From an optimization exercise on the open Yosys and OpenROAD flow, aimed at small area, a short achievable clock period and few clock cycles per item; shortcuts taken in it are not production practice. Function was checked by simulation only, so behaviour that the tests miss may differ from the original. Power and IR drop assume default switching activity.

==> design/flow/design.v <==
module facet_tile (
    input  wire        clk,
    input  wire        rst,
    input  wire        start,
    input  wire [1:0]  cls,           
    input  wire [31:0] crc_in,        
    output wire        idle,
    input  wire        in_valid,
    input  wire [7:0]  in_data,
    output wire        in_ready,
    output reg         out_valid,
    output reg  [63:0] out_data,
    input  wire        out_ready,
    output reg         done,
    output reg  [3:0]  done_cause,    
    output reg  [7:0]  done_offset,   
    output reg  [31:0] done_arg,      
    output reg  [31:0] done_crc       
);
    localparam [3:0] S_IDLE  = 4'd0,
                     S_HDR   = 4'd1,
                     S_ARG   = 4'd2,    
                     S_UEMIT = 4'd3,
                     S_BRD   = 4'd4,
                     S_BEMIT = 4'd5,
                     S_NLEN  = 4'd6,
                     S_NCODE = 4'd7,
                     S_NEMIT = 4'd8,
                     S_FILL  = 4'd9,    
                     S_TRAIL = 4'd10,   
                     S_FIN   = 4'd11;
    localparam [3:0] C_OK = 4'd0, C_RES_MODE = 4'd3, C_RES_BITS = 4'd4,
                     C_RUN_TOTAL = 4'd6, C_BITMAP_CLASS = 4'd7,
                     C_COPY = 4'd14, C_ESC = 4'd15;
    reg [3:0]  state;
    reg [1:0]  cls_q;
    reg [8:0]  slot_len;
    reg [8:0]  idx;           
    reg [10:0] pix;           
    reg [2:0]  mode;
    reg [7:0]  code0, code1;  
    reg [7:0]  bits;          
    reg [3:0]  bit_n;         
    reg [8:0]  run_left;      
    reg [3:0]  cause;
    reg [7:0]  offset;
    reg [31:0] arg;
    reg [31:0] crc;
    reg [2:0]  cnt;           
    assign idle = (state == S_IDLE);
    wire reading = (state == S_HDR) || (state == S_ARG) || (state == S_BRD) ||
                   (state == S_NLEN && pix != 11'd1024 && idx + 9'd2 <= slot_len) ||
                   (state == S_NCODE) ||
                   (state == S_TRAIL && idx != slot_len);
    assign in_ready = reading;
    wire take = in_valid && reading;
    function [31:0] crc8;
        input [31:0] c;
        input [7:0]  b;
        integer k;
        reg [31:0] x;
        begin
            x = c ^ {24'd0, b};
            for (k = 0; k < 8; k = k + 1)
                x = x[0] ? ((x >> 1) ^ 32'h82F63B78) : (x >> 1);
            crc8 = x;
        end
    endfunction
    wire can_emit = !out_valid;
    reg        emit;
    reg [7:0]  pval;
    always @(*) begin
        emit = 1'b0;
        pval = 8'd0;
        case (state)
            S_UEMIT: begin emit = can_emit; pval = code0; end
            S_BEMIT: begin emit = can_emit; pval = bits[0] ? code1 : code0; end
            S_NEMIT: begin emit = can_emit; pval = code0; end
            S_FILL:  begin emit = can_emit && pix != 11'd1024; pval = 8'd0; end
            default: ;
        endcase
    end
    always @(posedge clk) begin
        if (rst) begin
            state     <= S_IDLE;
            out_valid <= 1'b0;
            done      <= 1'b0;
            cnt       <= 3'd0;
        end else begin
            done <= 1'b0;
            if (out_valid && out_ready)
                out_valid <= 1'b0;
            if (emit) begin
                out_data[8*cnt +: 8] <= pval;
                cnt <= cnt + 3'd1;
                if (cnt == 3'd7)
                    out_valid <= 1'b1;
                pix <= pix + 11'd1;
                crc <= crc8(crc, pval);
            end
            if (take)
                idx <= idx + 9'd1;
            case (state)
                S_IDLE: if (start) begin
                    cls_q    <= cls;
                    slot_len <= 9'd256 >> cls;
                    idx      <= 9'd0;
                    pix      <= 11'd0;
                    cause    <= C_OK;
                    offset   <= 8'd0;
                    arg      <= 32'd0;
                    crc      <= crc_in;
                    cnt      <= 3'd0;
                    state    <= S_HDR;
                end
                S_HDR: if (take) begin
                    mode <= in_data[7:5];
                    if (in_data[4:0] != 5'd0) begin
                        cause <= C_RES_BITS;
                        state <= S_FILL;
                    end else begin
                        case (in_data[7:5])
                            3'd0, 3'd1, 3'd7: state <= S_ARG;
                            3'd2: if (cls_q != 2'd0) begin
                                      cause <= C_BITMAP_CLASS;
                                      state <= S_FILL;
                                  end else
                                      state <= S_ARG;
                            3'd3: state <= S_NLEN;
                            default: begin
                                cause <= C_RES_MODE;
                                state <= S_FILL;
                            end
                        endcase
                    end
                end
                S_ARG: if (take) begin
                    case (mode)
                        3'd0: begin                        
                            code0 <= in_data;
                            state <= S_UEMIT;
                        end
                        3'd1: begin                        
                            arg   <= {24'd0, in_data};
                            state <= S_FILL;
                        end
                        3'd2: begin                        
                            if (idx == 9'd1)
                                code0 <= in_data;
                            else begin
                                code1 <= in_data;
                                state <= S_BRD;
                            end
                        end
                        default: begin                     
                            case (idx[2:0])
                                3'd1:    arg[7:0]   <= in_data;
                                3'd2:    arg[15:8]  <= in_data;
                                3'd3:    arg[23:16] <= in_data;
                                default: arg[31:24] <= in_data;
                            endcase
                            if (idx == 9'd4)
                                state <= S_FILL;
                        end
                    endcase
                end
                S_UEMIT: if (emit && pix == 11'd1023)
                    state <= S_TRAIL;
                S_BRD: if (take) begin
                    bits  <= in_data;
                    bit_n <= 4'd8;
                    state <= S_BEMIT;
                end
                S_BEMIT: if (emit) begin
                    bits  <= bits >> 1;
                    bit_n <= bit_n - 4'd1;
                    if (bit_n == 4'd1)
                        state <= (pix == 11'd1023) ? S_TRAIL : S_BRD;
                end
                S_NLEN: begin
                    if (pix == 11'd1024)
                        state <= S_TRAIL;
                    else if (idx + 9'd2 > slot_len) begin
                        cause  <= C_RUN_TOTAL;
                        offset <= idx[7:0];
                        state  <= S_FILL;
                    end else if (take) begin
                        run_left <= {1'b0, in_data} + 9'd1;
                        state    <= S_NCODE;
                    end
                end
                S_NCODE: if (take) begin
                    code0 <= in_data;
                    if ({2'b00, pix} + {3'd0, run_left} > 12'd1024) begin
                        cause  <= C_RUN_TOTAL;
                        offset <= idx[7:0] - 8'd1;
                        state  <= S_FILL;
                    end else
                        state <= S_NEMIT;
                end
                S_NEMIT: if (emit) begin
                    run_left <= run_left - 9'd1;
                    if (run_left == 9'd1)
                        state <= S_NLEN;
                end
                S_FILL: if (pix == 11'd1024 || (emit && pix == 11'd1023))
                    state <= S_TRAIL;
                S_TRAIL: begin
                    if (take && in_data != 8'd0 && cause == C_OK) begin
                        cause  <= C_RES_BITS;
                        offset <= idx[7:0];
                    end
                    if (idx == slot_len)
                        state <= S_FIN;
                end
                S_FIN: if (!out_valid) begin
                    done        <= 1'b1;
                    done_cause  <= (cause != C_OK) ? cause :
                                   (mode == 3'd1)   ? C_COPY :
                                   (mode == 3'd7)   ? C_ESC  : C_OK;
                    done_offset <= offset;
                    done_arg    <= (cause != C_OK) ? 32'd0 : arg;
                    done_crc    <= crc;
                    state       <= S_IDLE;
                end
                default: state <= S_IDLE;
            endcase
        end
    end
endmodule
==> design/flow/run.sh <==
#!/bin/bash
# synth_recipe.tcl (not shown) runs the flow's synth.tcl, then flattens the netlist and writes it again
# the make line also repeats each setting of config.mk as NAME=value (left out here)
make -C /OpenROAD-flow-scripts/flow DESIGN_CONFIG=/design/flow/config.mk WORK_HOME=/design/flow/orfs CLKGATE_MAP_FILE= SYNTH_SCRIPT=/design/flow/synth_recipe.tcl finish
==> design/flow/config.mk <==
export PLATFORM = sky130hd
export DESIGN_NAME = facet_tile
export DESIGN_NICKNAME = facet_tile
export VERILOG_FILES = /design/flow/design.v
export SDC_FILE = /design/flow/constraint.sdc
export NUM_CORES = 4
export LEC_CHECK = 0
export CAP_MARGIN = 20
export CORE_MARGIN = 2
export CORE_UTILIZATION = 40
export PLACE_DENSITY = 0.6
export SLEW_MARGIN = 20
==> design/flow/constraint.sdc <==
create_clock -name core_clock -period 10.0 [get_ports {clk}]
set_input_delay 2.0000 -clock core_clock [delete_from_list [all_inputs] [get_ports {clk}]]
set_output_delay 2.0000 -clock core_clock [all_outputs]
set_load 0.01 [all_outputs]
==> results.txt <==
The routed wire length was 37200 um; the vias per cell was 5.32. The areal power density over the cells was 317 mW/mm2. Row generation in the floorplan step produced 69 rows. The tool flagged a number of max-cap violations equal to 0. The initial utilization of the core area, before any placement, comes to 40.7%. The primary flip-flop cell chosen by synthesis mapping was edfxtp_1. The cts-stage hold buffer count is 0. The number of placed I/O pins is 191, and the xor-xnor portion of the synthesized cell area is 9.17%.

From left edge to right edge, the die measures 194 um. The dominant cell type by area after synthesis is edfxtp_1. The routed length per placed instance was 19.5 um. Summed over all nets, the half-perimeter wirelength after detailed placement is 26100 um. Across all layers, the routed design uses 10.1k vias. The tools report the number of failing hold endpoints at the final stage as 0. For the post-synth net total, the log shows 1323.

The synthesized netlist devotes 10.7% of its cell area to compound gates. A synthesized cell averages 11.7 um2. For the final database, setup skew stands at 0.0228 ns. Clock sink count: 290. The time the worst path needs with I/O delays and setup works out to 5.87 ns. The number of clock buffers added by TritonCTS is 31.

The worst pin sits at a relative slew slack of 28.4%. Count of antenna-violating nets left after detailed routing: 0. The proportion of netlist area held by the largest area contributor was 58.3%.

Entering global routing, the biggest net connects 77 pins. CTS placed an instance of clkbuf_16 at the clock tree root. Of the cells placed in the final design, the portion with a size suffix greater than 1 is 6.29%. The data required time at the worst endpoint came out at 8.00 ns. The die footprint was 0.0377 mm2; the final period utilization was 58.7%. By area, the combinational part of the netlist is dominated by simple AND/OR/NAND/NOR gates. TritonCTS built the clock tree. The mux cell area share after synthesis works out to 0.631%. After synthesis, the most frequently instantiated cells are edfxtp_1, nand2_1, o21ai_0, nor2_1, a21oi_1. Setup total negative slack on the finished layout was measured at 0 ns. Number of flip-flops and latches in the synthesized netlist: 290. The count of synthesis-stage warnings from yosys is 1.

Measured slew at the worst slew-check pin: 1.07 ns. The core region is 0.0356 mm2. Summing every instance area after synthesis gives 0.0145 mm2. The tools report the area of combinational cells with multiple inputs as 0.00552 mm2. The count of different cell masters after synthesis was 73. For this block, the initial DRC count from the detailed router was 803. Gates resized during post-CTS repair numbered 0.

The total setup violations reported at the end of the flow is 0. The path class of the tightest hold or removal check is reg -> reg. The critical path arrival came out at 3.87 ns. The net count of the finished layout is 1504. The clock insertion delay at the later pin of the skew report is 0.58 ns. The count of H-tree levels built during CTS came out at 1. The number of setup buffers added after CTS is 0, and the total buffers and inverters traversed by the critical path is 1. The delay of the slowest cell on the worst path was 0.57 ns. STA classifies the critical path startpoint as a flop. Of the total synthesized cell area, the portion taken by full adders, half adders and majority gates is 3.08%. Setup repair after global routing left no endpoint under its margin.

After synthesis, flip-flops and latches occupy 59.6% of the total area. The non-filler instance count after layout was 1908; the count of unresolved DRC violations after routing was 0. The most common cell in the netlist was edfxtp_1. For the leakage power of the design, the log shows 6.46 nW.

Among cell families on the critical path, the largest total delay comes from simple AND/OR/NAND/NOR gates. The fmax was 170 MHz. By area the synthesized netlist is led by edfxtp_1, o21ai_0, nand2_1. The area share of and/or/nand/nor cells after synthesis works out to 14.2%.

The type of the worst setup path was reg -> out. Initial antenna violation count: 2. Final max-slew violation count: 0. The growth of design area from synthesis to finish came out at 23.7%. The first detailed-routing pass ran for 5 iterations. Clock-pin slew was measured on the worst setup and hold paths at 0.06 ns. The sequential cells in the finished layout cover a total of 0.00862 mm2.

Traced cell by cell, the critical path runs through ha_1 -> and3_1 -> and3_1 -> xor2_1 -> ha_1 -> nand4_1 -> nor4b_1 -> a22oi_1 -> o32a_1 -> nand3_1 -> clkdlybuf4s50_1. Die boundary height: 194 um. Of all nets on the critical path, the largest fanout is 8. The global-route wire length before repair was 57300 um; the number of buffers on the longest clock path was 3.

The overall power came out at 5.66 mW. Fraction of the core area covered by cells at the end of the flow: 50.3%. In this run, synthesis inferred 281 flip-flops with an integrated enable.

In the synthesized netlist the async set-or-reset flop fraction comes to 0%. The final global-route overflow total is 0, and the cell count after synthesis is 1241. Routability-driven placement finished with a final weighted congestion of 0.905.

For the number of global-route vias before repair, the log shows 9630. The run finished with no timing, DRC or antenna violations. In the global route stage, overall resource usage came out at 19.2%. Filler cell count in the final layout: 3212. Critical path capture point type: an output port.

The master of the slowest instance on the critical path is clkdlybuf4s50_1. Counting tap cells, the placed design contains a total of 1850 instances. The tightest hold path in the finished design has a slack of 0.418 ns.

Buffers placed on the I/O ports in this run total 190. Across the VDD grid, the largest voltage drop is 237 uV.
[metrics by stage]
stage,setup WS [ns],cell area (um2)
floorplan,3.04,14500
global placement,4.76,16900
detailed placement,4.76,16900
CTS,4.12,17900
global route,3.88,17900
finish,4.13,17900
[worst reg2reg max path: stages (launching register included)]
cell      delay [ns]
dfxtp_1         0.76
and4bb_4        0.46
and2_1          0.51
a22oi_2         0.39
xnor2_1         0.75
xnor3_2         0.45
xor2_1          0.29
xor2_1          0.29
xor2_1          0.18
o21ai_1         0.07
[routing by layer]
layer | up-vias | GRT usage [%] | routed length, um
met1 | 4939 | 27.5 | 17000
met5 | - | 0 | 13
li1 | 4847 | - | -
met3 | 42 | 3.04 | 2150
met4 | 2 | 4.01 | 684
met2 | 317 | 30.9 | 17400
[worst paths after layout]
kind,slack [ns],cells past startpoint,start,end
max,4.13,11,idx[2],in_ready
min reg2reg,0.42,0,offset[5],done_offset[5]
min,0.42,0,offset[5],done_offset[5]
max reg2reg,5.60,9,state[2],crc[18]
[cells in the final DEF (no fill, tap or decap), types with 5 or more instances in the layout]
cell / n
edfxtp_1: 281
clkdlybuf4s50_1: 190
nand2_1: 163
o21ai_0: 124
nor2_1: 89
a21oi_1: 63
xnor2_1: 62
and2_1: 42
inv_1: 40
xor2_1: 38
ha_1: 34
clkbuf_16: 31
nand3_1: 30
and3_1: 24
nor3_1: 17
nand4_1: 13
buf_4: 13
o21a_1: 10
clkinv_1: 10
nor2b_1: 9
a31oi_1: 9
dfxtp_1: 9
nor4_1: 8
mux2i_1: 8
xnor3_1: 8
nand2b_1: 6
o31ai_1: 6
o211ai_1: 6
clkinv_2: 6
nor4b_1: 5
a211oi_1: 5
o21ai_1: 5
[layout make-up]
cell class | instances | area share [%]
antenna | 1 | 0.0140
multi-input combinational | 854 | 30.8
tap | 461 | 3.22
sequential | 290 | 48.2
clock inverter | 24 | 1.31
timing repair buffer | 203 | 11.2
inverter | 42 | 0.881
clock buffer | 33 | 4.38
[flip-flops by register name, summed over array words and instances, names as in the netlist, 8 cells and up]
| register | flops |
|---|---|
| crc | 32 |
| code1 | 8 |
| done_offset | 8 |
| bits | 8 |
| offset | 8 |
| code0 | 8 |
| out_data | 64 |
| arg | 32 |
| run_left | 9 |
| pix | 11 |
| idx | 9 |
| done_arg | 32 |
| done_crc | 32 |
[logic make-up after synthesis]
logic type / Yosys count
simple gates: 430
flops: 290
compound gates: 260
xor+xnor: 120
buf+inv: 97
fa+ha+maj: 35
mux: 9
[report_power, final]
group / switching (mW) / internal [mW]
Clock: 0.483 / 0.669
Sequential: 0.201 / 1.67
Combinational: 1.43 / 1.21
Total: 2.12 / 3.55
Testbench counts, summed over its fixed seeds: cycles 2,585,923, tiles 1,920.

## what the ideal ports hide
Ports are ideal in the flow. The routed layout listed here was re-timed in OpenROAD. Step 1 sets driving cells, clkbuf_16 on the clock port and buf_2 on the other inputs (assumed; they add their load-dependent delay and slew). Step 2 adds t to the input delays and takes it off the output delays; t is the mean of the earliest and latest rising clock arrival at the registers after step 1. Input paths then give back, and output paths get back, about the clock's delay inside the block. a / b / c = ideal ports / drivers / drivers and shift; a / b = the first two.
t (ns): 0.616
slack for setup (ns): 4.132 / 4.083 / 4.699
clock arrival spread, ns: 0.023 / 0.024
worst register clock-pin slew, ns: 0.07 / 0.07
After both steps setup and hold are still met in this run. The setup slack of this run moves by -0.049 ns with the drivers and by +0.567 ns with both steps.
